What follows belongs to an exercise in optimizing a design on an open flow for small area, a short achievable clock period and few clock cycles per item; a production flow would make more cautious choices. RTL that was checked went through simulation tests only; none was proved equivalent to the original. No functional check of the RTL was part of runs 1 to 3.

## flow/design.v

```verilog
module enc_filter (
    input  wire        clk,
    input  wire        rst,
    input  wire        line_in,
    input  wire [15:0] min_edge,
    output reg         level,      
    output wire        accept,     
    output wire        reject      
);
    reg        sample;
    reg        pending;
    reg        last;
    reg [15:0] left;
    wire diff = sample ^ level;
    assign reject = pending & ~diff;
    assign accept = pending & diff & last;
    always @(posedge clk) begin
        if (rst) begin
            sample  <= line_in;
            level   <= line_in;
            pending <= 1'b0;
        end else begin
            sample <= line_in;
            if (!pending) begin
                if (diff) begin
                    pending <= 1'b1;
                    left    <= min_edge;
                    last    <= (min_edge == 16'd1);
                end
            end else if (!diff || last) begin
                pending <= 1'b0;
                if (diff)
                    level <= sample;
            end else begin
                left <= left - 16'd1;
                last <= (left == 16'd2);
            end
        end
    end
endmodule
module pos_scaler (
    input  wire        clk,
    input  wire        rst,
    input  wire [31:0] count,       
    input  wire [31:0] count_ext,   
    input  wire        req_valid,
    output wire        req_ready,
    input  wire        req_set,
    input  wire [63:0] req_value,
    input  wire [31:0] pos_num,     
    input  wire [30:0] pos_den,     
    output reg         resp_valid,
    output wire [63:0] resp_pos
);
    localparam S_IDLE = 2'd0;
    localparam S_MUL  = 2'd1;
    localparam S_DIV  = 2'd2;
    localparam S_FIN  = 2'd3;
    reg [1:0]  state;
    reg [6:0]  cnt;           
    reg [4:0]  mcyc;          
    reg        neg;           
    reg        op_set;
    reg        wfix;          
    reg        yprev;         
    reg [63:0] offset;
    reg [30:0] den;
    reg [31:0] R;             
    reg [31:0] H;             
    reg [63:0] L;             
    assign req_ready = (state == S_IDLE);
    assign resp_pos  = L;
    wire c_sign = count_ext[31] ^ (count[31] & (count_ext[30:0] == 31'd0));
    wire c_wrap = (count_ext == 32'h8000_0000) & count[31];
    wire [4:0] pairs_c [0:7];
    wire [4:0] pairs_e [0:7];
    reg  [15:0] pnz;
    reg  [4:0]  m_need;
    integer j;
    genvar g;
    generate
        for (g = 0; g < 8; g = g + 1) begin : g_pairs
            if (g == 0) begin : g_first
                assign pairs_c[g] = {count[3:0], 1'b0};
                assign pairs_e[g] = {count_ext[3:0], 1'b0};
            end else begin : g_rest
                assign pairs_c[g] = count[4*g+3:4*g-1];
                assign pairs_e[g] = count_ext[4*g+3:4*g-1];
            end
        end
    endgenerate
    always @(*) begin
        for (j = 0; j < 8; j = j + 1) begin
            pnz[j]     = (pairs_c[j] != 5'b00000) & (pairs_c[j] != 5'b11111);
            pnz[j + 8] = (pairs_e[j] != 5'b00000) & (pairs_e[j] != 5'b11111);
        end
        m_need = 5'd1;
        for (j = 0; j < 16; j = j + 1)
            if (pnz[j]) m_need = j + 1;
    end
    wire [2:0] b0 = {L[1], L[0], yprev};
    wire [2:0] b1 = {L[3], L[2], L[1]};
    wire top_digit = (cnt[3:0] == 4'd15) & wfix;    
    wire one0 = b0[1] ^ b0[0];
    wire two0 = (b0 == 3'b100) | (b0 == 3'b011);
    wire ng0  = (b0[2] & ~(b0[1] & b0[0])) ^ neg;
    wire one1 = b1[1] ^ b1[0];
    wire two1 = (b1 == 3'b100) | (b1 == 3'b011);
    wire ng1  = ((b1[2] & ~(b1[1] & b1[0])) ^ neg) ^ top_digit;
    wire [33:0] nx  = {{2{R[31]}}, R};
    wire [33:0] pp0 = one0 ? nx : (two0 ? {nx[32:0], 1'b0} : 34'd0);
    wire [33:0] pp1 = one1 ? nx : (two1 ? {nx[32:0], 1'b0} : 34'd0);
    wire        n0  = ng0 & (one0 | two0);
    wire        n1  = ng1 & (one1 | two1);
    wire [35:0] op_a = {{4{H[31]}}, H};
    wire [35:0] op_b = {{2{pp0[33] ^ n0}}, pp0 ^ {34{n0}}};
    wire [35:0] op_c = {pp1 ^ {34{n1}}, n1, n1};
    wire [35:0] cs_s = op_a ^ op_b ^ op_c;
    wire [35:0] cs_c = (op_a & op_b) | (op_a & op_c) | (op_b & op_c);
    wire [35:0] msum = cs_s + {cs_c[34:0], n0} + {35'd0, n1};
    wire [30:0] sm1  = den | (den >> 1);
    wire [30:0] sm2  = sm1 | (sm1 >> 2);
    wire [30:0] sm4  = sm2 | (sm2 >> 4);
    wire [30:0] sm8  = sm4 | (sm4 >> 8);
    wire [30:0] sm16 = sm8 | (sm8 >> 16);
    wire [30:0] ge_p = ~(sm16 >> 1);
    wire [95:0] V = {H, L};
    wire [46:0] w16 = {R[30:0], V[95:80]};
    wire [38:0] w8  = {R[30:0], V[95:88]};
    wire ok16 = (cnt >= 7'd16) & ~|w16[46:31] & ~|(w16[30:0] & ge_p);
    wire ok8  = (cnt >= 7'd8)  & ~|w8[38:31]  & ~|(w8[30:0]  & ge_p);
    wire [31:0] t1_in = {R[30:0], V[95]};
    wire [32:0] t1    = {1'b0, t1_in} - {2'b00, den};
    wire        q1    = ~t1[32];
    wire [30:0] r1    = q1 ? t1[30:0] : t1_in[30:0];
    wire [31:0] t2_in = {r1, V[94]};
    wire [32:0] t2    = {1'b0, t2_in} - {2'b00, den};
    wire        q2    = ~t2[32];
    wire [30:0] r2    = q2 ? t2[30:0] : t2_in[30:0];
    wire [6:0] cnt_dec = ok16 ? cnt - 7'd16 : (ok8 ? cnt - 7'd8 : cnt - 7'd2);
    reg [63:0] qmask;
    integer k;
    always @(*) begin
        for (k = 0; k < 64; k = k + 1)
            qmask[k] = (k < 36) ? 1'b1 : ((((k - 32) >> 2) < mcyc) ? 1'b1 : 1'b0);
    end
    wire [63:0] q    = L & qmask;
    wire        rz   = (R[30:0] == 31'd0);
    wire        inv  = neg ^ op_set;
    wire        cin  = op_set ? (~neg | ~rz) : (neg & rz);
    wire [63:0] fsum = offset + (q ^ {64{inv}}) + {63'd0, cin};
    always @(posedge clk) begin
        if (rst) begin
            state      <= S_IDLE;
            resp_valid <= 1'b0;
            offset     <= 64'd0;
        end else begin
            resp_valid <= 1'b0;
            case (state)
                S_IDLE: begin
                    L      <= {count_ext, count};
                    H      <= 32'd0;
                    R      <= pos_num;
                    den    <= pos_den;
                    neg    <= c_sign ^ pos_num[31];
                    wfix   <= c_wrap;
                    mcyc   <= m_need;
                    op_set <= req_set;
                    yprev  <= 1'b0;
                    cnt    <= 7'd0;
                    if (req_valid) begin
                        if (req_set)
                            offset <= req_value;
                        state <= S_MUL;
                    end
                end
                S_MUL: begin
                    H     <= msum[35:4];
                    L     <= {msum[3:0], L[63:4]};
                    yprev <= (cnt[3:0] == 4'd7) ? 1'b0 : L[3];
                    if (cnt[4:0] + 5'd1 == mcyc) begin
                        R     <= 32'd0;
                        cnt   <= 7'd32 + {mcyc, 2'b00};
                        state <= S_DIV;
                    end else begin
                        cnt <= cnt + 7'd1;
                    end
                end
                S_DIV: begin
                    if (ok16) begin
                        R <= {1'b0, w16[30:0]};
                        {H, L} <= {V[79:0], 16'd0};
                    end else if (ok8) begin
                        R <= {1'b0, w8[30:0]};
                        {H, L} <= {V[87:0], 8'd0};
                    end else begin
                        R <= {1'b0, r2};
                        {H, L} <= {V[93:0], q1, q2};
                    end
                    cnt <= cnt_dec;
                    if (cnt_dec == 7'd0)
                        state <= S_FIN;
                end
                S_FIN: begin
                    if (op_set) begin
                        offset <= fsum;
                        L      <= offset;
                    end else begin
                        L      <= fsum;
                    end
                    resp_valid <= 1'b1;
                    state      <= S_IDLE;
                end
            endcase
        end
    end
endmodule
module enc_scaler (
    input  wire        clk,
    input  wire        rst,
    input  wire        enc_a,
    input  wire        enc_b,
    input  wire [15:0] min_edge,
    input  wire        cnt_load,
    input  wire [31:0] cnt_load_count,
    input  wire [31:0] cnt_load_ext,
    input  wire        fault_load,
    input  wire [31:0] fault_load_val,
    input  wire        status_clr,
    output wire        filt_a,
    output wire        filt_b,
    output reg  [31:0] count,
    output reg  [31:0] count_ext,
    output reg         wrap_flag,
    output reg  [31:0] fault_count,
    output reg         fault_sat,
    input  wire        req_valid,
    output wire        req_ready,
    input  wire        req_set,
    input  wire [63:0] req_value,
    input  wire [31:0] pos_num,
    input  wire [30:0] pos_den,
    output wire        resp_valid,
    output wire [63:0] resp_pos
);
    wire acc_a, rej_a, acc_b, rej_b;
    enc_filter u_fa (
        .clk(clk), .rst(rst), .line_in(enc_a), .min_edge(min_edge),
        .level(filt_a), .accept(acc_a), .reject(rej_a)
    );
    enc_filter u_fb (
        .clk(clk), .rst(rst), .line_in(enc_b), .min_edge(min_edge),
        .level(filt_b), .accept(acc_b), .reject(rej_b)
    );
    wire both    = acc_a & acc_b;
    wire step_en = (acc_a ^ acc_b) & ~cnt_load;
    wire up      = acc_a ? (filt_a == filt_b) : (filt_a != filt_b);
    wire wrap_up = step_en &  up & (count == 32'h7FFF_FFFF);
    wire wrap_dn = step_en & ~up & (count == 32'h8000_0000);
    wire [2:0]  fault_inc  = {rej_a & rej_b, rej_a ^ rej_b, both};
    wire [32:0] fault_sum  = {1'b0, fault_count} + {30'd0, fault_inc};
    wire [31:0] fault_next = fault_sum[32] ? 32'hFFFF_FFFF : fault_sum[31:0];
    always @(posedge clk) begin
        if (rst) begin
            count       <= 32'd0;
            count_ext   <= 32'd0;
            wrap_flag   <= 1'b0;
            fault_count <= 32'd0;
            fault_sat   <= 1'b0;
        end else begin
            if (cnt_load) begin
                count     <= cnt_load_count;
                count_ext <= cnt_load_ext;
            end else begin
                if (step_en)
                    count <= count + {{31{~up}}, 1'b1};
                if (wrap_up | wrap_dn)
                    count_ext <= count_ext + {{31{wrap_dn}}, 1'b1};
            end
            if (wrap_up | wrap_dn)
                wrap_flag <= 1'b1;
            else if (status_clr)
                wrap_flag <= 1'b0;
            if (fault_load)
                fault_count <= fault_load_val;
            else
                fault_count <= fault_next;
            if (!fault_load && fault_inc != 3'd0 && fault_next == 32'hFFFF_FFFF)
                fault_sat <= 1'b1;
            else if (status_clr)
                fault_sat <= 1'b0;
        end
    end
    pos_scaler u_ps (
        .clk(clk), .rst(rst), .count(count), .count_ext(count_ext),
        .req_valid(req_valid), .req_ready(req_ready),
        .req_set(req_set), .req_value(req_value),
        .pos_num(pos_num), .pos_den(pos_den),
        .resp_valid(resp_valid), .resp_pos(resp_pos)
    );
endmodule
```

## flow/run.sh

```bash
#!/bin/bash
# synth_recipe.tcl (not shown) runs the flow's synth.tcl, then flattens the netlist and writes it again
# the make line also repeats each setting of config.mk as NAME=value (left out here)
make -C /OpenROAD-flow-scripts/flow DESIGN_CONFIG=/design/flow/config.mk WORK_HOME=/design/flow/orfs CLKGATE_MAP_FILE= SYNTH_SCRIPT=/design/flow/synth_recipe.tcl finish
```

## flow/config.mk

```make
export PLATFORM = sky130hd
export DESIGN_NAME = enc_scaler
export DESIGN_NICKNAME = enc_scaler
export VERILOG_FILES = /design/flow/design.v
export SDC_FILE = /design/flow/constraint.sdc
export NUM_CORES = 4
export LEC_CHECK = 0
export CAP_MARGIN = 20
export CORE_MARGIN = 2
export CORE_UTILIZATION = 40
export PLACE_DENSITY = 0.6
export SLEW_MARGIN = 20
```

## flow/constraint.sdc

```tcl
create_clock -name core_clock -period 10.0 [get_ports {clk}]
set_input_delay 2.0000 -clock core_clock [delete_from_list [all_inputs] [get_ports {clk}]]
set_output_delay 2.0000 -clock core_clock [all_outputs]
set_load 0.01 [all_outputs]
```

==> results of run 1 <==
[cells by family after synthesis]
family / share of synthesized area (%)
AOI/OAI and AO/OA: 25.71
and+or+nand+nor: 16.39
buffers and inverters: 5.010
xor gates and xnor gates: 9.396
DFF: 26.23
adders and majority gates: 10.70
muxes: 6.570
[registers in the layout (all words and copies together) (netlist names), 7 cells and up]
| signal | flops |
|---|---|
| count | 32 |
| count_ext | 32 |
| fault_count | 32 |
| u_fa.left | 16 |
| u_fb.left | 16 |
| u_ps.H | 32 |
| u_ps.L | 64 |
| u_ps.R | 32 |
| u_ps.cnt | 7 |
| u_ps.den | 31 |
| u_ps.offset | 64 |
[synth_stat cells, types with 49 or more instances]
cell                       instances
sky130_fd_sc_hd__nand2_1         403
sky130_fd_sc_hd__nand4_1          53
sky130_fd_sc_hd__a211oi_1         67
sky130_fd_sc_hd__nor3_1           88
sky130_fd_sc_hd__a22oi_1          49
sky130_fd_sc_hd__inv_1           204
sky130_fd_sc_hd__xor2_1          125
sky130_fd_sc_hd__a21oi_1         496
sky130_fd_sc_hd__nor2b_1          55
sky130_fd_sc_hd__ha_1            248
sky130_fd_sc_hd__o211ai_1         55
sky130_fd_sc_hd__xnor2_1         270
sky130_fd_sc_hd__dfxtp_1         169
sky130_fd_sc_hd__nor2_1          428
sky130_fd_sc_hd__a221oi_1         57
sky130_fd_sc_hd__a21o_1          144
sky130_fd_sc_hd__edfxtp_1        211
sky130_fd_sc_hd__clkbuf_1        245
sky130_fd_sc_hd__nand3_1          76
sky130_fd_sc_hd__mux2i_1         214
sky130_fd_sc_hd__o21ai_0         277
[worst max-delay path, delay by kind of cell, from the launching register on]
kind,cells,cell delay (ns)
compound gates,15,4.71
fa+ha+maj,3,0.98
simple gates,3,0.94
flops,1,0.65
mux,1,0.37
buf+inv,1,0.15
[through the flow]
stage | cell area, um^2 | hold WS [ns] | utilization [%]
2_1_floorplan | 37060 | 0.4840 | -
3_5_place_dp | 42200 | 0.4734 | 45.97
5_1_grt | 43860 | 0.5084 | 47.78
4_1_cts | 43850 | 0.4871 | 47.77
3_3_place_gp | 42180 | 0.4627 | 45.95
6_report | 43860 | 0.4818 | 47.78
[per-layer routing]
metal / track usage [%] / vias up / routed length [um]
met1: 41.59 / 18037 / 65370
met5: 0 / - / 13
met4: 12.31 / 2 / 6492
met3: 5.683 / 307 / 12340
met2: 52.00 / 1635 / 72390
li1: - / 17313 / -
[worst min path at each step]
stage	to	cells past startpoint	startpoint
floorplan	u_ps.offset[35]	2	u_ps.offset[35]
global placement	fault_sat	1	fault_sat
detailed placement	fault_sat	1	fault_sat
CTS	fault_sat	1	fault_sat
global route	fault_sat	1	fault_sat
finish	fault_sat	1	fault_sat
[final cells by class]
cell class                 count  share of cell area (%)
inverter                     206                   1.769
clock inverter                31                  0.5933
clock buffer                  65                   3.169
timing repair buffer         464                   10.33
tap                         1243                   3.546
antenna                        2                 0.01141
multi-input combinational   3732                   58.42
sequential                   380                   22.16
==> summary.txt, run 1 <==
- Clock-pin slew was measured on the worst setup and hold paths at 0.07 ns.
- The standard cell with the maximum stage delay on the critical path is sky130_fd_sc_hd__edfxtp_1.
- The kind of end point of the critical path is a flop.
- Including well taps, the total number of placed cells is 6,025.
- Setup repair after global routing left no endpoint under its margin.
- The maximum buffer depth of the clock tree is 3.
- The required time of the critical path is 10.40 ns.
- In this run, post-CTS hold repair placed 0 buffers.
- The signal on the critical path passes through inv_1, ha_1, fa_1, nor2b_1, o21a_1, o21ai_1, a2111oi_2, o21ai_0, and2_1, o211a_1, o21ai_0, fa_1, a21o_1, a21oi_2, o21ai_1, a41oi_2, o211a_1, a211oi_2, o31a_1, a221o_1, or2_4, mux2_1, a32o_1.
- The number of nets at the end of the flow is between 5,000 and 6,000.
- The filler cells instantiated in the layout total roughly 9,100.
- The register bit total from synthesis is 380.
- The post-synthesis to final-layout area growth is 18.36%.
- The capturing point of the worst reg2reg path is u_ps.R[30].
- The setup skew after layout is roughly 0.023 ns.
- The average wire per cell in the routed design is about 26 um.
- The final weighted congestion in routability-driven placement is just under 1.
- The post-synth net total is 5,134.
- The number of placement rows is roughly 110.
- The reg-to-reg critical path startpoint is u_ps.H[31].
- The total wirelength of the detailed-routed design is between 150 and 200 mm.
- At the placement stage, the worst setup path has a slack of 2.145 ns.
- In the layout the commonest cells are sky130_fd_sc_hd__a21oi_1 (496), sky130_fd_sc_hd__nor2_1 (423), sky130_fd_sc_hd__clkdlybuf4s50_1 (410).
- The number of buffers created by CTS is 51.
- The die is 308.4 um tall.
- The most used flip-flop cell after synthesis is sky130_fd_sc_hd__edfxtp_1.
- The clock sink total is 380.
- Once detail routing completed, the nets flagged for antenna violations numbered 0.
- The largest net degree at the start of global routing is approximately 150.
- The length of the first detailed-routing pass in iterations is 8.
- The startpoint of the most critical setup path is u_ps.H[31].
- The share of the cycle needed by the critical path after routing is 80.77%.
- The flip-flop and latch area is between 9000 and 10,000 um^2.
- By area the synthesized netlist is led by sky130_fd_sc_hd__edfxtp_1 (17%), sky130_fd_sc_hd__dfxtp_1 (9.1%), sky130_fd_sc_hd__ha_1 (8.4%), sky130_fd_sc_hd__a21oi_1 (6.7%), sky130_fd_sc_hd__xnor2_1 (6.4%).
- Max-cap violations in this run came to 0.
- For this run, the number of Yosys warnings is 3.
- Buffers added to address setup during post-CTS repair amount to 0.
- Summing all multi-input logic gate instances after layout gives between 20,000 and 30,000 um^2.
- The initial utilization of the core area, before any placement, comes to approximately 40%.
- The number of DRC violations after detailed routing is 0.
- The leftover overflow at the end of global routing is 0.
- The tree is rooted in a sky130_fd_sc_hd__clkbuf_16.
- The die outline width is roughly 310 um.
- Counting cells, the worst reg-to-reg path comes to 23.
- The worst setup path endpoint is u_ps.R[30].
- The core region is a little over 90,000 um^2.
- The post-detailed-placement half-perimeter wirelength is between 100 and 150 mm.
- The sequential share of the synthesized area is a little over a quarter.
- In this run the worst hold path is classified as flop to flop.
- The count of buffers from port buffering is 413.
- The level count of the clock H-tree is 2.
- Of the post-synthesis cell area, the dominant cell type holds between 15 and 20%.
- For the pin with the worst max-slew slack, the measured transition is ~1.1 ns.
- The biggest area contributor in the post-synthesis netlist is sky130_fd_sc_hd__edfxtp_1.
- The post-route setup TNS is 0 ns.
- The synthesized netlist occupies a cell area of about 37,000 um^2.
- The most common cell after layout, fill and taps aside is sky130_fd_sc_hd__a21oi_1.
- The largest single stage delay on the critical path is 0.65 ns.
- The minimum clock period after layout is just over 8 ns.
- The achievable frequency is roughly 120 MHz.
- The share of flip-flops with an asynchronous set or reset after synthesis is 0%.
- The detailed router finished its first iteration with between 4,000 and 5,000 violations.
- The count of boundary I/O pins is slightly above 400.
- The final setup violation count is 0.
- The run finished with no timing, DRC or antenna violations.
- In this run, post-CTS repair resized a total of 0 instances.
- The total global-route track usage is 31.81%.
- The number of global-route vias before repair is ~36,000.
- In this run the worst path has a maximum fanout of 30.
- A synthesized cell averages approximately 8.1 um^2.
- The number of hold violations in the final report is 0.
- The setup path with the least slack is of type flop to flop.
- The number of standard cells after synthesis is around 4,600.
- The total die area is 95,100 um^2.
- The type of element launching the critical path is a flop.
- Counting flops with a built-in enable in the synthesized netlist gives ~210.
- Data arrives at the worst endpoint at ~8.5 ns.
- Using the TritonRoute via totals, the vias-per-cell ratio works out to just over 6.
- The first-pass GRT wire length is 231.2 mm.
- In this run the register-to-register setup slack is about 1.9 ns.
- In this run, distinct cell masters in the synthesized netlist total slightly below 90.
- The max-slew headroom at the worst pin is between 20% and 30%.
- The worst setup slack after layout is slightly below 2 ns.
- The initial antenna violation count is 3.
- The number of standard cells in the layout, taps in and fillers out is 6,123.
- In the final layout, the share of cells above drive strength 1 is between 4 and 5%.
- The count of vias placed by the detailed router is approximately 37,000.
- The final-report max-slew violation count is 0.
- The clock latency of the later-clocked register in the worst-skew pair is 0.65 ns.
- TritonCTS built the clock tree.
==> run 2, diff against run 1 <==
--- a/flow/config.mk
+++ b/flow/config.mk
@@ -6,4 +6,5 @@
 export NUM_CORES = 4
 export LEC_CHECK = 0
+export ABC_CLOCK_PERIOD_IN_PS = 3000
 export CAP_MARGIN = 20
 export CORE_MARGIN = 2
==> run 2 against run 1 <==
Still clean. Hold slack is the same. Final area stayed put. Maximum frequency is the same. Register-to-register slack about the same. Count of clock-buffer cells in the layout is the same. Area after synthesis did not move. Die area unchanged. Synthesized cell count is the same. Sequential share of layout area stayed put. Setup slack did not move.
==> summary.txt, run 2 <==
- The met1 track demand over resource in global routing is 41.59% (unchanged).
- The area fraction in compound gates after synthesis is 25.71% (unchanged).
- The xor and xnor fraction of the mapped netlist area was 9.396% (unchanged).
- The leftover overflow at the end of global routing is 0 (unchanged).
- The distinct cell type count after synthesis is 89 (unchanged).
- The post-detailed-placement half-perimeter wirelength is 117.8 mm (unchanged).
- The largest registers in the layout are u_ps.L: 64 flops, u_ps.offset: 64 flops.
- STA classifies the critical path startpoint as a flop.
- The number of standard cells in the layout, taps in and fillers out is 6,123 (unchanged).
- The total global-route track usage is 31.81% (unchanged).
- The share of flip-flops with an asynchronous set or reset after synthesis is 0% (unchanged).
- The count of hold-fix buffers inserted at cts is 0 (unchanged).
- The dominant cell type by area after synthesis is sky130_fd_sc_hd__edfxtp_1.
- The floorplan core area is 91,800 um^2 (unchanged).
- The transition at the pin with the smallest max-transition slack is 1.102 ns (unchanged).
- The share of synthesized cell area in and, or, nand and nor gates came to 16.39% (unchanged).
- The total of warnings raised by yosys is 3 (unchanged).
- The worst setup timing slack at the placement stage is 2.145 ns (unchanged).
- The number of cells traversed by the worst register-to-register path came to 23 (unchanged).
- The register bit total from synthesis was 380 (unchanged).
- The count of placed standard cells including taps is 6,025 (unchanged).
- The post-synth net total is 5,134 (unchanged).
- The category of the critical setup timing path is flop to flop.
- The cell count of the worst hold path came to 1 (unchanged).
- The average cell area after synthesis came to 8.065 um^2 (unchanged).
- The met2 track utilization from global routing is 52.00% (unchanged).
- The DRC violation total after the first TritonRoute iteration is 4,173 (unchanged).
- The share of synthesized cell area in full adder, half adder and majority cells is 10.70% (unchanged).
- The mux contribution to synthesized area is 6.570% (unchanged).
- The setup skew after layout is 0.02326 ns (unchanged).
- In the synthesized netlist the dominant register cell turns out to be sky130_fd_sc_hd__edfxtp_1.
- The required time of the critical path is 10.40 ns (about the same).
- After synthesis, the largest family of logic cells by area is compound AO/OA/AOI/OAI gates.
- The post-route core utilization is 47.78% (unchanged).
- The area of all placed cells without fillers is 43,860 um^2 (unchanged).
- After global routing, the most crowded layer is met2.
- The clock slew seen by the registers of the worst setup and hold paths is 0.07 ns (about the same).
- The number of placement rows is 111 (unchanged).
- The met3 global-route usage came to 5.683% (unchanged).
- The number of global-route vias before repair is 35,538 (unchanged).
- The clock latency of the later-clocked register in the worst-skew pair was 0.65 ns (about the same).
- The share of the cycle needed by the critical path after routing was 80.77% (unchanged).
- The initial core utilization is 40.37% (unchanged).
- The worst setup path is captured at a flop.
- The worst slack on hold paths is 0.4818 ns (unchanged).
- The final-report max-slew violation count is 0 (unchanged).
- The average wire per cell in the routed design is 25.58 um (unchanged).
- The share of post-route cells with drive strength above 1 was 4.592% (unchanged).
- The overall die height is 308.4 um (unchanged).
- The largest net degree at the start of global routing is 146 (unchanged).
- The post-route setup TNS was 0 ns (unchanged).
- The total die area is 95,100 um^2 (unchanged).
- The number of DRC violations after detailed routing is 0 (unchanged).
- The arrival time of the worst setup path is 8.48 ns (about the same).
- The final antenna-violating net count is 0 (unchanged).
- The total placed instance area is 42,200 um^2 (unchanged).
- The worst setup slack after layout is 1.923 ns (unchanged).
- The count of vias placed by the detailed router is 37,294 (unchanged).
- The final setup violation count is 0 (unchanged).
- The post-CTS setup repair buffer count came to 0 (unchanged).
- The commonest cells after synthesis are sky130_fd_sc_hd__a21oi_1 (496), sky130_fd_sc_hd__nor2_1 (428), sky130_fd_sc_hd__nand2_1 (403).
- The top fanout value on the critical path was 30 (unchanged).
- The TritonCTS clock tree is built.
- The via count normalized by instance count is 6.091 (unchanged).
- The count of boundary I/O pins is 414 (unchanged).
- The number of hold violations in the final report is 0 (unchanged).
- In this run the clock root is driven by a sky130_fd_sc_hd__clkbuf_16.
- The first-pass GRT wire length came to 231.2 mm (unchanged).
- The level count of the clock H-tree was 2 (unchanged).
- The number of enable flip-flop cells after synthesis is 211 (unchanged).
- The clock sink total was 380 (unchanged).
- The minimum clock period after layout came to 8.077 ns (unchanged).
- The number of standard cells after synthesis is 4,595 (unchanged).
- The maximum buffer depth of the clock tree came to 3 (unchanged).
- The final weighted congestion in routability-driven placement came to 0.9895 (unchanged).
- The number of maximum-capacitance constraint violations is 0 (unchanged).
- The initial antenna violation count came to 3 (unchanged).
- The achievable frequency is 123.8 MHz (unchanged).
- The die outline width is 308.4 um (unchanged).
- The path type of the worst min-delay path is flop to flop.
- The most frequent cell after synthesis is sky130_fd_sc_hd__a21oi_1.
- The sequential share of the synthesized area was 26.23% (unchanged).
- The netlist area before placement is 37,060 um^2 (unchanged).
- The number of buffers created by CTS came to 51 (unchanged).
- The total wirelength of the detailed-routed design is 156.6 mm (unchanged).
- The count of buffers from port buffering came to 413 (unchanged).
- The share of the synthesized area in the top cell type is 17.10% (unchanged).
- The post-synthesis to final-layout area growth came to 18.36% (unchanged).
- Setup repair after global routing left no endpoint under its margin.
- The length of the first detailed-routing pass in iterations is 8 (unchanged).
- The post-cts gate resize count is 0 (unchanged).
- The number of nets at the end of the flow is 5,374 (unchanged).
- The max-slew headroom at the worst pin came to 26.43% (unchanged).
- Yosys attributes the largest share of cell area to sky130_fd_sc_hd__edfxtp_1 (17%), sky130_fd_sc_hd__dfxtp_1 (9.1%), sky130_fd_sc_hd__ha_1 (8.4%), sky130_fd_sc_hd__a21oi_1 (6.7%), sky130_fd_sc_hd__xnor2_1 (6.4%).
- The library cell used most frequently in the layout, excluding fill and tap cells, is sky130_fd_sc_hd__a21oi_1.
- The flow ran to the end and the layout has no timing, DRC or antenna violations.
- The library cells used most frequently in the layout, excluding fill and tap cells, are sky130_fd_sc_hd__a21oi_1 (496), sky130_fd_sc_hd__nor2_1 (423), sky130_fd_sc_hd__clkdlybuf4s50_1 (410).
[run 2: cell counts after synthesis]
Identical to the previous run, type by type.
[run 2: cell type report]
class                      count  area [um^2]
timing repair buffer         464         4531
tap                         1243         1555
clock buffer                  65         1390
fill                        9098        47940
antenna                        2        5.005
sequential                   380         9722
clock inverter                31        260.3
multi-input combinational   3732        25620
inverter                     206        775.7
[run 2: cells by family (layout without fill, tap and decap cells)]
logic type      count (synthesis)  in the layout
compound gates               1487           1487
mux                           240            240
buf+inv                       483            766
xor+xnor                      396            396
other cells                     0              2
simple gates                 1318           1318
flops                         380            380
fa+ha+maj                     291            291
[run 2: final timing paths]
path,end,startpoint,slack [ns]
worst min register to register,fault_sat,fault_sat,0.48
worst max register to register,u_ps.R[30],u_ps.H[31],1.92
worst min-delay path,fault_sat,fault_sat,0.48
worst max-delay path,u_ps.R[30],u_ps.H[31],1.92
[run 2: metal layers]
metal,vias up,part of all wire [%]
li1,17313,-
met1,18037,42
met2,1635,46
met3,307,7.9
met4,2,4.1
met5,-,0.0083
[run 2: worst max-delay path, stage by stage (launching register included)]
cell and delay [ns]:
sky130_fd_sc_hd__edfxtp_1 0.65, sky130_fd_sc_hd__inv_1 0.15, sky130_fd_sc_hd__ha_1 0.26, sky130_fd_sc_hd__fa_1 0.41, sky130_fd_sc_hd__nor2b_1 0.14, sky130_fd_sc_hd__o21a_1 0.17, sky130_fd_sc_hd__o21ai_1 0.13, sky130_fd_sc_hd__a2111oi_2 0.58
sky130_fd_sc_hd__o21ai_0 0.19, sky130_fd_sc_hd__and2_1 0.23, sky130_fd_sc_hd__o211a_1 0.58, sky130_fd_sc_hd__o21ai_0 0.56, sky130_fd_sc_hd__fa_1 0.31, sky130_fd_sc_hd__a21o_1 0.14, sky130_fd_sc_hd__a21oi_2 0.09, sky130_fd_sc_hd__o21ai_1 0.23
sky130_fd_sc_hd__a41oi_2 0.26, sky130_fd_sc_hd__o211a_1 0.31, sky130_fd_sc_hd__a211oi_2 0.46, sky130_fd_sc_hd__o31a_1 0.32, sky130_fd_sc_hd__a221o_1 0.43, sky130_fd_sc_hd__or2_4 0.57, sky130_fd_sc_hd__mux2_1 0.37, sky130_fd_sc_hd__a32o_1 0.26
==> run 3, diff against run 2 <==
--- a/flow/design.v
+++ b/flow/design.v
@@ -13,4 +13,12 @@
     reg [15:0] left;
     wire diff = sample ^ level;
+    reg [16:0] brw;
+    integer i;
+    always @(*) begin
+        brw[0] = 1'b1;
+        for (i = 0; i < 16; i = i + 1)
+            brw[i+1] = brw[i] & ~left[i];
+    end
+    wire [15:0] left_dec = left ^ brw[15:0];
     assign reject = pending & ~diff;
     assign accept = pending & diff & last;
@@ -33,5 +41,5 @@
                     level <= sample;
             end else begin
-                left <= left - 16'd1;
+                left <= left_dec;
                 last <= (left == 16'd2);
             end
@@ -69,4 +77,6 @@
     reg [31:0] H;             
     reg [63:0] L;             
+    reg        fhi;           
+    reg        fcy;           
     assign req_ready = (state == S_IDLE);
     assign resp_pos  = L;
@@ -113,10 +123,15 @@
     wire        n0  = ng0 & (one0 | two0);
     wire        n1  = ng1 & (one1 | two1);
-    wire [35:0] op_a = {{4{H[31]}}, H};
-    wire [35:0] op_b = {{2{pp0[33] ^ n0}}, pp0 ^ {34{n0}}};
-    wire [35:0] op_c = {pp1 ^ {34{n1}}, n1, n1};
+    wire        fin  = (state == S_FIN);
+    wire [31:0] fq;
+    wire        fcin;
+    wire [35:0] op_a = fin ? {4'd0, offset[31:0]} : {{4{H[31]}}, H};
+    wire [35:0] op_b = fin ? {4'd0, fq} : {{2{pp0[33] ^ n0}}, pp0 ^ {34{n0}}};
+    wire [35:0] op_c = fin ? 36'd0 : {pp1 ^ {34{n1}}, n1, n1};
+    wire        ci0  = fin ? fcin : n0;
+    wire        ci1  = fin ? 1'b0 : n1;
     wire [35:0] cs_s = op_a ^ op_b ^ op_c;
     wire [35:0] cs_c = (op_a & op_b) | (op_a & op_c) | (op_b & op_c);
-    wire [35:0] msum = cs_s + {cs_c[34:0], n0} + {35'd0, n1};
+    wire [35:0] msum = cs_s + {cs_c[34:0], ci0} + {35'd0, ci1};
     wire [30:0] sm1  = den | (den >> 1);
     wire [30:0] sm2  = sm1 | (sm1 >> 2);
@@ -139,15 +154,14 @@
     wire [30:0] r2    = q2 ? t2[30:0] : t2_in[30:0];
     wire [6:0] cnt_dec = ok16 ? cnt - 7'd16 : (ok8 ? cnt - 7'd8 : cnt - 7'd2);
-    reg [63:0] qmask;
+    reg [31:0] qmask;
     integer k;
     always @(*) begin
-        for (k = 0; k < 64; k = k + 1)
-            qmask[k] = (k < 36) ? 1'b1 : ((((k - 32) >> 2) < mcyc) ? 1'b1 : 1'b0);
+        for (k = 0; k < 32; k = k + 1)
+            qmask[k] = ~fhi | ((k >> 2) < mcyc);
     end
-    wire [63:0] q    = L & qmask;
-    wire        rz   = (R[30:0] == 31'd0);
-    wire        inv  = neg ^ op_set;
-    wire        cin  = op_set ? (~neg | ~rz) : (neg & rz);
-    wire [63:0] fsum = offset + (q ^ {64{inv}}) + {63'd0, cin};
+    wire rz  = (R[30:0] == 31'd0);
+    wire inv = neg ^ op_set;
+    assign fq   = (L[31:0] & qmask) ^ {32{inv}};
+    assign fcin = fhi ? fcy : (op_set ? (~neg | ~rz) : (neg & rz));
     always @(posedge clk) begin
         if (rst) begin
@@ -168,4 +182,5 @@
                     op_set <= req_set;
                     yprev  <= 1'b0;
+                    fhi    <= 1'b0;
                     cnt    <= 7'd0;
                     if (req_valid) begin
@@ -203,12 +218,17 @@
                 end
                 S_FIN: begin
+                    fcy <= msum[32];
+                    fhi <= 1'b1;
                     if (op_set) begin
-                        offset <= fsum;
-                        L      <= offset;
+                        offset <= {msum[31:0], offset[63:32]};
+                        L      <= {offset[31:0], L[63:32]};
                     end else begin
-                        L      <= fsum;
+                        offset <= {offset[31:0], offset[63:32]};
+                        L      <= {msum[31:0], L[63:32]};
+                    end
+                    if (fhi) begin
+                        resp_valid <= 1'b1;
+                        state      <= S_IDLE;
                     end
-                    resp_valid <= 1'b1;
-                    state      <= S_IDLE;
                 end
             endcase
@@ -256,9 +276,33 @@
     wire step_en = (acc_a ^ acc_b) & ~cnt_load;
     wire up      = acc_a ? (filt_a == filt_b) : (filt_a != filt_b);
-    wire wrap_up = step_en &  up & (count == 32'h7FFF_FFFF);
-    wire wrap_dn = step_en & ~up & (count == 32'h8000_0000);
-    wire [2:0]  fault_inc  = {rej_a & rej_b, rej_a ^ rej_b, both};
-    wire [32:0] fault_sum  = {1'b0, fault_count} + {30'd0, fault_inc};
-    wire [31:0] fault_next = fault_sum[32] ? 32'hFFFF_FFFF : fault_sum[31:0];
+    reg  [32:0] c_inc, c_dec, e_inc, e_dec;
+    integer i;
+    always @(*) begin
+        c_inc[0] = 1'b1; c_dec[0] = 1'b1;
+        e_inc[0] = 1'b1; e_dec[0] = 1'b1;
+        for (i = 0; i < 32; i = i + 1) begin
+            c_inc[i+1] = c_inc[i] &  count[i];
+            c_dec[i+1] = c_dec[i] & ~count[i];
+            e_inc[i+1] = e_inc[i] &  count_ext[i];
+            e_dec[i+1] = e_dec[i] & ~count_ext[i];
+        end
+    end
+    wire at_max  = c_inc[31] & ~count[31];       
+    wire at_min  = c_dec[31] &  count[31];       
+    wire wrap_up = step_en &  up & at_max;
+    wire wrap_dn = step_en & ~up & at_min;
+    wire [31:0] count_step = count ^ (up ? c_inc[31:0] : c_dec[31:0]);
+    wire [31:0] ext_step   = count_ext ^ (wrap_dn ? e_dec[31:0] : e_inc[31:0]);
+    wire [2:0] fault_inc = {rej_a & rej_b, rej_a ^ rej_b, both};
+    wire [3:0] f_lo      = {1'b0, fault_count[2:0]} + {1'b0, fault_inc};
+    reg  [29:0] f_all;                           
+    always @(*) begin
+        f_all[0] = 1'b1;
+        for (i = 0; i < 29; i = i + 1)
+            f_all[i+1] = f_all[i] & fault_count[i+3];
+    end
+    wire        f_ovf      = f_lo[3] & f_all[29];
+    wire [31:0] fault_next = f_ovf ? 32'hFFFF_FFFF :
+                             {fault_count[31:3] ^ (f_all[28:0] & {29{f_lo[3]}}), f_lo[2:0]};
     always @(posedge clk) begin
         if (rst) begin
@@ -274,7 +318,7 @@
             end else begin
                 if (step_en)
-                    count <= count + {{31{~up}}, 1'b1};
+                    count <= count_step;
                 if (wrap_up | wrap_dn)
-                    count_ext <= count_ext + {{31{wrap_dn}}, 1'b1};
+                    count_ext <= ext_step;
             end
             if (wrap_up | wrap_dn)
@@ -286,5 +330,5 @@
             else
                 fault_count <= fault_next;
-            if (!fault_load && fault_inc != 3'd0 && fault_next == 32'hFFFF_FFFF)
+            if (!fault_load && fault_inc != 3'd0 && (f_ovf | (f_all[29] & (f_lo == 4'b0111))))
                 fault_sat <= 1'b1;
             else if (status_clr)
--- a/flow/config.mk
+++ b/flow/config.mk
@@ -6,8 +6,8 @@
 export NUM_CORES = 4
 export LEC_CHECK = 0
-export ABC_CLOCK_PERIOD_IN_PS = 3000
 export CAP_MARGIN = 20
 export CORE_MARGIN = 2
 export CORE_UTILIZATION = 40
 export PLACE_DENSITY = 0.6
+export SETUP_SLACK_MARGIN = 5
 export SLEW_MARGIN = 20
==> run 3 against run 2 <==
Global-route usage is 3.0 points higher. Via count decreased by 9.5%. Maximum frequency is 41% higher. Highest routed layer unchanged. Critical endpoint is now u_ps.R[6]. Hold slack worse by 0.031 ns. Critical path depth is 1 lower. Setup slack gained 2.4 ns. Flip-flop and latch count increased by 2. First-iteration DRC count decreased by 1.8%. Clock skew is 0.020 ns higher. Register-to-register slack better by 2.4 ns. Area after synthesis is 13% lower.
==> summary.txt, run 3 <==
- The flow ran to the end and the layout has no timing, DRC or antenna violations.
- The final setup violation count is 0 (unchanged).
- The via count normalized by instance count was 6.205 (+1.9%).
- The number of global-route vias before repair is 31,992 (-10%).
- The count of vias placed by the detailed router is 33,754 (-9.5%).
- The setup skew after layout came to 0.04302 ns (+0.01975 ns).
- The share of flip-flops with an asynchronous set or reset after synthesis was 0% (unchanged).
- Setup repair after global routing could not meet its margin everywhere.
- The count of boundary I/O pins is 414 (unchanged).
- The transition at the pin with the smallest max-transition slack is 1.112 ns (+0.01001 ns).
- The number of enable flip-flop cells after synthesis came to 213 (+0.95%).
- The share of the cycle needed by the critical path after routing was 57.25% (-24 points).
- The post-detailed-placement half-perimeter wirelength came to 107.6 mm (-8.6%).
- The top fanout value on the critical path is 9 (-70%).
- The average wire per cell in the routed design was 27.95 um (+9.3%).
- The achievable frequency is 174.7 MHz (+41%).
- The post-route core utilization came to 54.52% (+6.7 points).
- The clock sink total is 382 (+0.53%).
- The final-report max-slew violation count is 0 (unchanged).
- The final antenna-violating net count came to 0 (unchanged).
- The worst setup slack after layout is 4.275 ns (+2.352 ns).
- The reg-to-reg critical path startpoint is u_ps.R[17].
- The kind of end point of the critical path is a flop.
- The worst setup timing slack at the placement stage was 3.489 ns (+1.344 ns).
- The signal on the critical path passes through ha_1, a21o_1, a21o_1, a21oi_1, o211ai_1, a211o_1, o211a_4, nand2b_4, buf_6, mux2i_4, fa_2, a21o_1, a211oi_2, o211a_4, o21ai_4, a211o_1, nand2_2, o21ai_4, or2_4, mux2i_2, a21oi_1, a221o_1.
- The number of diodes added for antenna fixing came to 0 (-2).
- The total die area is 83,130 um^2 (-13%).
- The DRC violation total after the first TritonRoute iteration is 4,097 (-1.8%).
- The worst hold path belongs to the class flop to flop.
- The required time of the critical path is 10.37 ns (-0.03 ns).
- The most used flip-flop cell after synthesis is sky130_fd_sc_hd__edfxtp_1.
- The clock latency of the later-clocked register in the worst-skew pair was 0.66 ns (about the same).
- The overall die height is 288.3 um (-6.5%).
- The share of the synthesized area in the top cell type is 19.78% (+2.7 points).
- The netlist area before placement is 32,330 um^2 (-13%).
- The share of post-route cells with drive strength above 1 was 17.76% (+13 points).
- The distinct cell type count after synthesis was 98 (+10%).
- The largest registers in the layout are u_ps.L: 64 flops, u_ps.offset: 64 flops.
- The final weighted congestion in routability-driven placement was 1.050 (+6.1%).
- The total global-route track usage is 34.81% (+3.0 points).
- The total of warnings raised by yosys is 3 (unchanged).
- The total wirelength of the detailed-routed design was 152.1 mm (-2.9%).
- The type of element launching the critical path is a flop.
- In this run the worst setup path begins at u_ps.R[17].
- The leftover overflow at the end of global routing is 0 (unchanged).
- The register bit total from synthesis is 382 (+0.53%).
- The first-pass GRT wire length is 216.0 mm (-6.6%).
- The initial antenna violation count was 2 (-1).
- Sorting the synthesized cells by area gives the leading types as sky130_fd_sc_hd__edfxtp_1 (20%), sky130_fd_sc_hd__dfxtp_1 (10%), sky130_fd_sc_hd__mux2i_1 (7.8%), sky130_fd_sc_hd__xnor2_1 (6.4%), sky130_fd_sc_hd__ha_1 (5.9%).
- The post-route setup TNS is 0 ns (unchanged).
- The floorplan core area is 80,290 um^2 (-13%).
- Summed over all instances, the cell type with the most area after synthesis is sky130_fd_sc_hd__edfxtp_1.
- The number of standard cells after synthesis is 3,852 (-16%).
- The maximum buffer depth of the clock tree is 3 (unchanged).
- The largest net degree at the start of global routing is 98 (-33%).
- The minimum clock period after layout is 5.725 ns (-2.352 ns).
- The arrival time of the worst setup path was 6.10 ns (-2.38 ns).
- By instance count, the leading cell after synthesis is sky130_fd_sc_hd__nand2_1.
- The worst min-delay path startpoint is u_ps.offset[47].
- The sequential share of the synthesized area is 30.24% (+4.0 points).
- The number of maximum-capacitance constraint violations was 0 (unchanged).
- The standard cell with the maximum stage delay on the critical path is sky130_fd_sc_hd__edfxtp_1.
- The number of DRC violations after detailed routing came to 0 (unchanged).
- The max-slew headroom at the worst pin is 25.77% (-0.67 points).
- The number of nets at the end of the flow is 4,778 (-11%).
- Leaving out fill and tap cells, the most frequent cells in the layout are sky130_fd_sc_hd__clkdlybuf4s50_1 (411), sky130_fd_sc_hd__nand2_1 (338), sky130_fd_sc_hd__nor2_1 (278).
- The die outline width is 288.3 um (-6.5%).
- The length of the first detailed-routing pass in iterations is 9 (+1).
- TritonCTS built the clock tree.
- The number of placement rows is 104 (-6.3%).
- The initial core utilization is 40.27% (-0.093 points).
- Among the stages of the critical path, the cell type that occurs most often is sky130_fd_sc_hd__a21o_1.
- The library cell used most frequently in the layout, excluding fill and tap cells, is sky130_fd_sc_hd__clkdlybuf4s50_1.
- The number of buffers created by CTS is 49 (-3.9%).
- In the synthesized netlist, the cells that appear most often are sky130_fd_sc_hd__nand2_1 (358), sky130_fd_sc_hd__a21oi_1 (302), sky130_fd_sc_hd__inv_1 (294), sky130_fd_sc_hd__nor2_1 (294), sky130_fd_sc_hd__mux2i_1 (253).
- The category of the critical setup timing path is flop to flop.
- The peak per-stage delay on the critical path is 0.58 ns (-0.07 ns).
- The number of hold violations in the final report is 0 (unchanged).
- The count of buffers from port buffering is 413 (unchanged).
- The clock slew seen by the registers of the worst setup and hold paths is 0.06 ns (about the same).
- The average cell area after synthesis was 8.394 um^2 (+4.1%).
- The tree is rooted in a sky130_fd_sc_hd__clkbuf_16.
- The post-synthesis to final-layout area growth is 35.38%.
- The post-synth net total is 4,291 (-16%).
- The level count of the clock H-tree was 2 (unchanged).
run 3: cell count changes in the layout (fill, tap and decap cells not counted), sizes merged, moves of 35 or more:
| cell | before | now |
|---|---|---|
| inv | 205 | 296 |
| xnor2 | 270 | 235 |
| o21ai | 290 | 228 |
| mux2i | 214 | 253 |
| ha | 248 | 152 |
| nand2 | 403 | 358 |
| a21o | 144 | 57 |
| nor2 | 429 | 294 |
| buf | 54 | 258 |
| a21oi | 497 | 303 |
| xor2 | 125 | 43 |
run 3: path summary, 6_finish.rpt:
path | cells past startpoint | slack (ns) | to
min reg2reg | 2 | 0.45 | u_ps.offset[47]
max | 22 | 4.28 | u_ps.R[6]
min | 2 | 0.45 | u_ps.offset[47]
max reg2reg | 22 | 4.28 | u_ps.R[6]
run 3: per-stage QoR:
step	hold WS, ns	std cells	cell area (um^2)
2_1_floorplan	0.4315	3852	32700
3_3_place_gp	0.4377	5130	37600
3_5_place_dp	0.4463	5130	37600
4_1_cts	0.4527	5340	41790
5_1_grt	0.4690	5440	43780
6_report	0.4509	5440	43780
run 3: kinds of logic after synthesis:
kind of cell               synth area share [%]
and+or+nand+nor                           14.98
xor gates and xnor gates                  7.600
DFF                                       30.24
AOI/OAI and AO/OA                         23.08
muxes                                     9.329
buffers and inverters                     6.478
adders and majority gates                 8.296
run 3: what timing repair did:
item	4_1_cts	5_1_grt
pin swaps	104	139
endpoints found under the setup margin	133	108
hold buffers	0	0
resized for setup	261	226
setup buffers	109	96
gates cloned	9	4
run 3: critical path, delay by kind of cell, from the launching register on:
kind	cells	cell delay [ns]
AOI/OAI and AO/OA	14	2.85
adders and majority gates	2	0.68
buffers and inverters	1	0.19
DFF	1	0.58
muxes	2	0.40
and+or+nand+nor	3	0.73
run 3: layout make-up:
class / instances / area, um^2
Timing Repair Buffer: 675 / 6611
Inverter: 297 / 1129
Clock buffer: 63 / 1415
Clock inverter: 29 / 436.7
Fill cell: 7314 / 36510
Tap cell: 1060 / 1326
Sequential cell: 382 / 9779
Multi-Input combinational cell: 2934 / 23080
run 3: per-layer routing:
metal	global-route usage (%)	up-vias	share of wire (%)
li1	-	15013	-
met1	44.41	16233	39
met2	54.11	1998	44
met3	9.479	506	11
met4	17.46	4	6.4
met5	0	-	0.014
==> run 4, diff against run 3 <==
--- a/flow/design.v
+++ b/flow/design.v
@@ -145,12 +145,15 @@
     wire ok16 = (cnt >= 7'd16) & ~|w16[46:31] & ~|(w16[30:0] & ge_p);
     wire ok8  = (cnt >= 7'd8)  & ~|w8[38:31]  & ~|(w8[30:0]  & ge_p);
-    wire [31:0] t1_in = {R[30:0], V[95]};
-    wire [32:0] t1    = {1'b0, t1_in} - {2'b00, den};
-    wire        q1    = ~t1[32];
-    wire [30:0] r1    = q1 ? t1[30:0] : t1_in[30:0];
-    wire [31:0] t2_in = {r1, V[94]};
-    wire [32:0] t2    = {1'b0, t2_in} - {2'b00, den};
-    wire        q2    = ~t2[32];
-    wire [30:0] r2    = q2 ? t2[30:0] : t2_in[30:0];
+    wire [33:0] xw  = {1'b0, R[30:0], V[95], V[94]};
+    wire [33:0] dv1 = {3'b000, den};
+    wire [33:0] dv2 = {2'b00, den, 1'b0};
+    wire [33:0] dA  = xw - dv1;
+    wire [33:0] dB  = xw - dv2;
+    wire [33:0] c3s = xw ^ ~dv1 ^ ~dv2;
+    wire [33:0] c3c = (xw & ~dv1) | (xw & ~dv2) | (~dv1 & ~dv2);
+    wire [33:0] dC  = c3s + {c3c[32:0], 1'b1} + 34'd1;    
+    wire        q1  = ~dB[33];
+    wire        q2  = q1 ? ~dC[33] : ~dA[33];
+    wire [30:0] r2  = q1 ? (q2 ? dC[30:0] : dB[30:0]) : (q2 ? dA[30:0] : xw[30:0]);
     wire [6:0] cnt_dec = ok16 ? cnt - 7'd16 : (ok8 ? cnt - 7'd8 : cnt - 7'd2);
     reg [31:0] qmask;
==> run 4 against run 3 <==
Still clean on timing, DRC and antenna. Setup slack better by 0.44 ns. Count of clock-buffer cells in the layout increased by 2. Critical path depth decreased by 2. Sequential share of layout area down 0.14 points. Flip-flop and latch count unchanged. Synthesized cell count grew 11%. Global-route usage is 1.4 points lower. Via count is 5.7% higher. Core utilization is 3.7 points lower. First-iteration DRC count decreased by 3.1%. Routed wire length increased by 2.5%. Critical path type unchanged.
==> summary.txt, run 4 <==
- The share of post-route cells with drive strength above 1 came to 10.33% (-7.4 points).
- The number of placement rows is 108 (+3.8%).
- The library cell used most frequently in the layout, excluding fill and tap cells, is sky130_fd_sc_hd__nand2_1.
- The number of maximum-capacitance constraint violations is 0 (unchanged).
- The clock latency of the later-clocked register in the worst-skew pair is 0.63 ns (-0.03 ns).
- The worst setup path is of the flop to flop kind.
- The sequential share of the synthesized area was 28.03% (-2.2 points).
- The number of DRC violations after detailed routing is 0 (unchanged).
- The count of vias placed by the detailed router is 35,678 (+5.7%).
- The number of buffers created by CTS is 48 (-2.0%).
- The post-synthesis to final-layout area growth is 26.28%.
- The number of nets at the end of the flow is 5,130 (+7.4%).
- The final antenna-violating net count is 0 (unchanged).
- The share of the synthesized area in the top cell type is 18.33% (-1.4 points).
- The most frequent cell after synthesis is sky130_fd_sc_hd__nand2_1.
- The flow ran to the end and the layout has no timing, DRC or antenna violations.
- The final-report max-slew violation count is 0 (unchanged).
- The count of hold-fix buffers inserted at cts is 0 (unchanged).
- The final setup violation count came to 0 (unchanged).
- The count of boundary I/O pins is 414 (unchanged).
- The number of global-route vias before repair is 34,083 (+6.5%).
- The final weighted congestion in routability-driven placement was 1.007 (-4.1%).
- The netlist area before placement is 34,890 um^2 (+7.9%).
- The setup skew after layout is 0.02112 ns (-0.02189 ns).
- The max-slew headroom at the worst pin is 26.41% (+0.65 points).
- The TritonCTS clock tree is built.
- The area of all placed cells without fillers is 44,060 um^2 (+0.65%).
- The top fanout value on the critical path was 7 (-2).
- The first-pass GRT wire length was 225.7 mm (+4.5%).
- The level count of the clock H-tree was 2 (unchanged).
- Setup repair after global routing could not meet its margin everywhere.
- The total global-route track usage is 33.36% (-1.4 points).
- The number of enable flip-flop cells after synthesis is 213 (unchanged).
- The total placed instance area was 40,050 um^2 (+6.5%).
- The initial antenna violation count is 10 (+8).
- The root buffer selected by CTS is sky130_fd_sc_hd__clkbuf_16.
- The DRC violation total after the first TritonRoute iteration is 3,969 (-3.1%).
- The average wire per cell in the routed design is 26.75 um (-4.3%).
- The total wirelength of the detailed-routed design was 155.9 mm (+2.5%).
- The largest net degree at the start of global routing is 94 (-4.1%).
- The register bit total from synthesis is 382 (unchanged).
- The clock sink total came to 382 (unchanged).
- The commonest cells after synthesis are sky130_fd_sc_hd__nand2_1 (494), sky130_fd_sc_hd__nor2_1 (362), sky130_fd_sc_hd__a21oi_1 (323).
- Tracing the worst setup path back leads to its startpoint at u_ps.L[1].
- The average cell area after synthesis is 8.133 um^2 (-3.1%).
- The number of standard cells after synthesis came to 4,290 (+11%).
- The count of buffers from port buffering is 413 (unchanged).
- Among all flip-flop cells after synthesis, the most frequent one is sky130_fd_sc_hd__edfxtp_1.
- The minimum clock period after layout is 5.282 ns (-0.4430 ns).
- STA classifies the critical path endpoint as a flop.
- The die outline width is 299.3 um (+3.8%).
- The number of hold violations in the final report is 0 (unchanged).
- The transition at the pin with the smallest max-transition slack was 1.102 ns (-0.009989 ns).
- The number of cells traversed by the worst register-to-register path is 20 (-9.1%).
- In the final layout, the registers with the most flip-flops are u_ps.L: 64 flops, u_ps.offset: 64 flops.
- The arrival time of the worst setup path is 5.75 ns (-0.35 ns).
- The post-synth net total is 4,793 (+12%).
- The type of element launching the critical path is a flop.
- The path type of the worst min-delay path is flop to flop.
- The achievable frequency came to 189.3 MHz (+8.4%).
- The clock slew seen by the registers of the worst setup and hold paths came to 0.07 ns (about the same).
- The post-route setup TNS is 0 ns (unchanged).
- The total die area came to 89,600 um^2 (+7.8%).
- The total of warnings raised by yosys is 3 (unchanged).
- The worst register-to-register path begins at u_ps.L[1].
- The top cell types in the final layout, fill and taps aside, are sky130_fd_sc_hd__nand2_1 (481), sky130_fd_sc_hd__clkdlybuf4s50_1 (411), sky130_fd_sc_hd__nor2_1 (352).
- The distinct cell type count after synthesis is 94 (-4.1%).
- The capturing point of the worst reg2reg path is u_ps.L[63].
- Yosys attributes the largest share of cell area to sky130_fd_sc_hd__edfxtp_1 (18%), sky130_fd_sc_hd__dfxtp_1 (9.7%), sky130_fd_sc_hd__ha_1 (6.6%), sky130_fd_sc_hd__mux2i_1 (6.5%), sky130_fd_sc_hd__nand2_1 (5.3%).
- The length of the first detailed-routing pass in iterations was 8 (-1).
- The via count normalized by instance count is 6.123 (-1.3%).
- The initial core utilization is 40.28% (about the same).
- The setup slack of the most critical reg-to-reg path is 4.72 ns (+0.44 ns).
- The maximum buffer depth of the clock tree is 3 (unchanged).
- The overall die height is 299.3 um (+3.8%).
- The share of flip-flops with an asynchronous set or reset after synthesis came to 0% (unchanged).
- The required time of the critical path is 10.47 ns (+0.10 ns).
- The post-detailed-placement half-perimeter wirelength came to 113.6 mm (+5.6%).
- The leftover overflow at the end of global routing is 0 (unchanged).
- The worst setup path endpoint is u_ps.L[63].
- The largest total area in the synthesized netlist belongs to sky130_fd_sc_hd__edfxtp_1.
- The share of the cycle needed by the critical path after routing was 52.82% (-4.4 points).
- The floorplan core area is 86,620 um^2 (+7.9%).
## run 4: changes by cell type after synthesis, sizes merged, moves of 33 or more
cell | previous run | this run
nand2 | 358 | 494
xor2 | 43 | 117
nor2 | 294 | 365
clkbuf | 178 | 238
xnor2 | 235 | 200
ha | 152 | 185
## run 4: kinds of logic (layout without fill, tap and decap cells)
kind of cell	count (synthesis)	count (layout)	share of synthesized area, %
and+or+nand+nor	1304	1304	17.00
AOI/OAI and AO/OA	1228	1228	23.22
buffers and inverters	563	936	6.150
DFF	382	382	28.03
xor gates and xnor gates	318	321	8.022
adders and majority gates	255	255	10.65
muxes	240	240	6.928
other	0	6	0
## run 4: worst max-delay path, cell delays in order (launching register included)
cell and delay, ns:
sky130_fd_sc_hd__edfxtp_1 0.53, sky130_fd_sc_hd__ha_2 0.28, sky130_fd_sc_hd__nor2b_4 0.15, sky130_fd_sc_hd__buf_4 0.14
sky130_fd_sc_hd__xnor3_2 0.34, sky130_fd_sc_hd__xnor2_2 0.20, sky130_fd_sc_hd__nand2_1 0.11, sky130_fd_sc_hd__fa_1 0.56
sky130_fd_sc_hd__inv_1 0.07, sky130_fd_sc_hd__ha_4 0.26, sky130_fd_sc_hd__nand4_1 0.15, sky130_fd_sc_hd__o221ai_2 0.13
sky130_fd_sc_hd__a21o_1 0.20, sky130_fd_sc_hd__a21o_1 0.20, sky130_fd_sc_hd__a2111oi_4 0.36, sky130_fd_sc_hd__nor2_2 0.08
sky130_fd_sc_hd__a311o_1 0.36, sky130_fd_sc_hd__a21oi_4 0.16, sky130_fd_sc_hd__mux2_4 0.31, sky130_fd_sc_hd__or4_4 0.41
sky130_fd_sc_hd__o211ai_1 0.11
## run 4: layout make-up
type / count / area [um^2]
diodes: 6 / 15.01
clock buffers: 65 / 1444
clock inverters: 24 / 247.7
fillers: 8263 / 42560
inverters: 273 / 1035
multi-input cells: 3348 / 24530
flip-flops and latches: 382 / 9779
well taps: 1155 / 1445
repair buffers: 574 / 5562
## run 4: worst min path at each step
stage                          startpoint         endpoint  slack (ns)  cells after the start
after floorplan           u_ps.offset[41]  u_ps.offset[41]        0.43                      2
after global placement    u_ps.offset[47]  u_ps.offset[47]        0.44                      2
after detailed placement  u_ps.offset[43]  u_ps.offset[43]        0.44                      2
after CTS                 u_ps.offset[43]  u_ps.offset[43]        0.45                      2
after global routing      u_ps.offset[38]  u_ps.offset[38]        0.47                      2
final                     u_ps.offset[46]  u_ps.offset[46]        0.45                      2
## run 4: timing repair
| item | 4_1_cts | 5_1_grt |
|---|---|---|
| resized for setup | 148 | 124 |
| setup endpoints to repair | 150 | 105 |
| buffers inserted | 70 | 29 |
| cloned | 4 | 1 |
| pin swaps | 44 | 74 |
## run 4: stage by stage
step / hold slack [ns] / setup slack [ns] / std cells / utilization (%)
2_1_floorplan: 0.4315 / 4.734 / 4290 / -
3_3_place_gp: 0.4375 / 3.270 / 5628 / 46.24
3_5_place_dp: 0.4445 / 3.149 / 5628 / 46.24
4_1_cts: 0.4532 / 4.720 / 5791 / 49.82
5_1_grt: 0.4682 / 4.618 / 5823 / 50.86
6_report: 0.4524 / 4.718 / 5827 / 50.87
## run 4: routing by layer
layer / global-route usage, % / routed length [um] / up-vias
met3: 7.045 / 15350 / 443
li1: - / - / 16198
met1: 42.31 / 60450 / 17037
met5: 0 / 56 / -
met2: 53.04 / 69900 / 1992
met4: 18.25 / 10110 / 8
Testbench counts of run 4, summed over its fixed seeds: cycles 31,325, items 800.

separate check: timing with driven ports:
How much do the figures lean on ideal ports? The routed layouts below were timed once more, with nothing changed but the port constraints. Step 1 assumes that a clkbuf_16 drives the clock port and a buf_2 every other input. Step 2 also shifts input and output timing later by t, the mid clock arrival at the registers, as if the neighbouring blocks saw the same clock. a / b / c = ideal ports / drivers / drivers and shift; a / b = the first two.
run | shift t [ns] | setup slack, ns | hold WS [ns] | latest minus earliest clock arrival (ns)
run 1 | 0.709 | 1.923 / 1.923 / 1.923 | 0.482 / 0.482 / 0.482 | 0.028 / 0.028
run 2 | 0.709 | 1.923 / 1.923 / 1.923 | 0.482 / 0.482 / 0.482 | 0.028 / 0.028
run 3 | 0.716 | 4.275 / 4.275 / 4.275 | 0.451 / 0.451 / 0.451 | 0.043 / 0.043
run 4 | 0.688 | 4.718 / 4.718 / 4.718 | 0.452 / 0.452 / 0.452 | 0.021 / 0.021
After both steps every run listed still meets setup and hold.
